Background: an optimization exercise with open tools, aiming at small area and a short achievable clock period. Do not read the settings as production practice.
The RTL was checked by simulation tests, not by an equivalence proof against the original design.
No activity file was given, so power comes from the tool's default toggle rates.

## fmt_cvt
module fmt_cvt (
    input  wire        clk,
    input  wire        rst,
    input  wire        in_valid,
    input  wire [3:0]  in_src_fmt,
    input  wire [3:0]  in_dst_fmt,
    input  wire [1:0]  in_round,
    input  wire        in_sat,
    input  wire [1:0]  in_denorm,
    input  wire [31:0] in_data,
    output reg         out_valid,
    output reg  [31:0] out_data,
    output reg  [4:0]  out_flags
);
Size in the first run: ~86 I/O pins.
export LEC_CHECK = 0
export ABC_AREA = 1
export CAP_MARGIN = 20
export CORE_MARGIN = 2
export CORE_UTILIZATION = 40
export SLEW_MARGIN = 20
create_clock -name core_clock -period 24.0 [get_ports {clk}]
standard.sh (not shown) runs the stock make flow with config.mk's settings and CLKGATE_MAP_FILE= SYNTH_SCRIPT=/design/flow/synth_recipe.tcl, a recipe that flattens the netlist after the stock synthesis.
==> flow/flow/run.sh <==
#!/bin/bash
# Standard layout, with repair_timing aiming for more setup slack than the
# clock needs so the cells on the long paths get sized for speed, and plain
# buffers (not delay cells) on the ports.
set -euo pipefail
bash standard.sh SETUP_SLACK_MARGIN=18 "BUFFER_PORTS_ARGS=-buffer_cell sky130_fd_sc_hd__buf_1" finish > make_finish.log 2>&1
==> next run, changes <==
--- a/flow/design.v
+++ b/flow/design.v
@@ -184,37 +184,35 @@
     always @* begin
         case (rmode)
             2'd0: begin up0 = g & (st | lsb); upn = g2; end
             2'd1: begin up0 = 1'b0;           upn = 1'b0; end
             2'd2: begin up0 = sign & (g | st);  upn = sign & st; end
             default: begin up0 = !sign & (g | st); upn = !sign & st; end
         endcase
     end
     wire up = (up0 | inc0) & !s_zero;
     wire inexact = (g | st) & !s_zero;
     wire        n = !dfl & sign;
-    wire [31:0] a = q ^ {32{n}};
+    wire [31:0] a = ({32{dfl}} & {9'd0, q[22:0] | ~mm}) | ({32{!dfl}} & (q ^ {32{n}}));
     wire        cin = up ^ n;
     wire [31:0] pa;
     fmt_cvt_pand #(32) u_pa (.a(a), .p(pa));
     wire [32:0] yy = {n, a} ^ ({pa, 1'b1} & {33{cin}});
-    wire       alln  = (d1 & pa[22]) | (d2 & pa[9]) | (d3 & pa[6]) | ((d4 | d7) & pa[2])
-                     | ((d5 | d6) & pa[1]) | (d8 & pa[0]);
-    wire       c     = alln & cin;
+    wire       c     = yy[23];
     wire [7:0] pe;
     fmt_cvt_pand #(8, 3) u_pe (.a(epre), .p(pe));
     wire [7:0] ef    = epre ^ ({pe[6:0], 1'b1} & {8{c}});
     wire       ovf   = ov_big | (ov_eq & (c | (de4m3 & (&yy[2:0]))));
     wire       qnz   = (|q) | up;
     wire       fsub  = e_le0 & !c & qnz;
-    wire       carry_n = alln & g & upn;
+    wire       carry_n = pa[22] & g & upn;
     wire       tiny  = (e_le0 & !e_eq0) | (e_eq0 & !carry_n);
     wire       tz    = (rmode == 2'd1) | (rmode == 2'd2 & !sign) | (rmode == 2'd3 & sign);
     wire [31:0] mant = {9'd0, mm};
     wire [31:0] expf = ({32{d1}} & 32'h7F800000) | ({32{d2}} & 32'h7C00) | ({32{d3}} & 32'h7F80)
                      | ({32{d4}} & 32'h78) | ({32{d5}} & 32'h7C) | ({32{d6}} & 32'h1C)
                      | ({32{d7}} & 32'h18) | ({32{d8}} & 32'h6);
     wire [31:0] elsb = ({32{d1}} & 32'h00800000) | ({32{d2}} & 32'h400) | ({32{d3}} & 32'h80)
                      | ({32{d5}} & 32'h4);                        
     wire [31:0] nanm = ({32{d1}} & 32'h00400000) | ({32{d2}} & 32'h200) | ({32{d3}} & 32'h40)
                      | ({32{d4}} & 32'h7) | ({32{d5}} & 32'h2);
     wire [31:0] imsk = ({32{d9 | d10}} & 32'hFF) | ({32{d11}} & 32'hF) | ({32{!(d9 | d10 | d11)}} & 32'hFFFFFFFF);
Outcome: Synthesized area grows by 0.55%; hold slack degrades by 0.0062 ns; core utilization came out higher by 0.65 points; design area is higher by 1.7%; setup slack got worse by 0.012 ns; critical path depth stays the same; non-clock buffer count went up by 6; global-route usage is higher by 0.28 points; wire length goes up by 4.6%; count of clock-buffer cells in the layout grows by 1; clock power barely changes; sequential power hardly moves.

## static timing again, ports no longer ideal
Ports are ideal in the flow. The routed layouts listed here were re-timed in OpenROAD.
Step 1, drivers: a clkbuf_16 drives clk and a buf_2 each remaining input, both assumed.
Step 2 also shifts input and output timing later by t, the mid clock arrival at the registers, as if the neighbouring blocks saw the same clock.
a / b / c = ideal / step 1 / step 2; a / b = the first two.
run	t (ns)	setup WS [ns]	worst data-port slew with drivers (ns)	cell pins on the clock port's net
the first run	0.502	18.254 / 18.203 / 18.448	0.03	1
the second run	0.491	18.242 / 18.189 / 18.347	0.04	1
After both steps setup and hold are still met in every run listed.
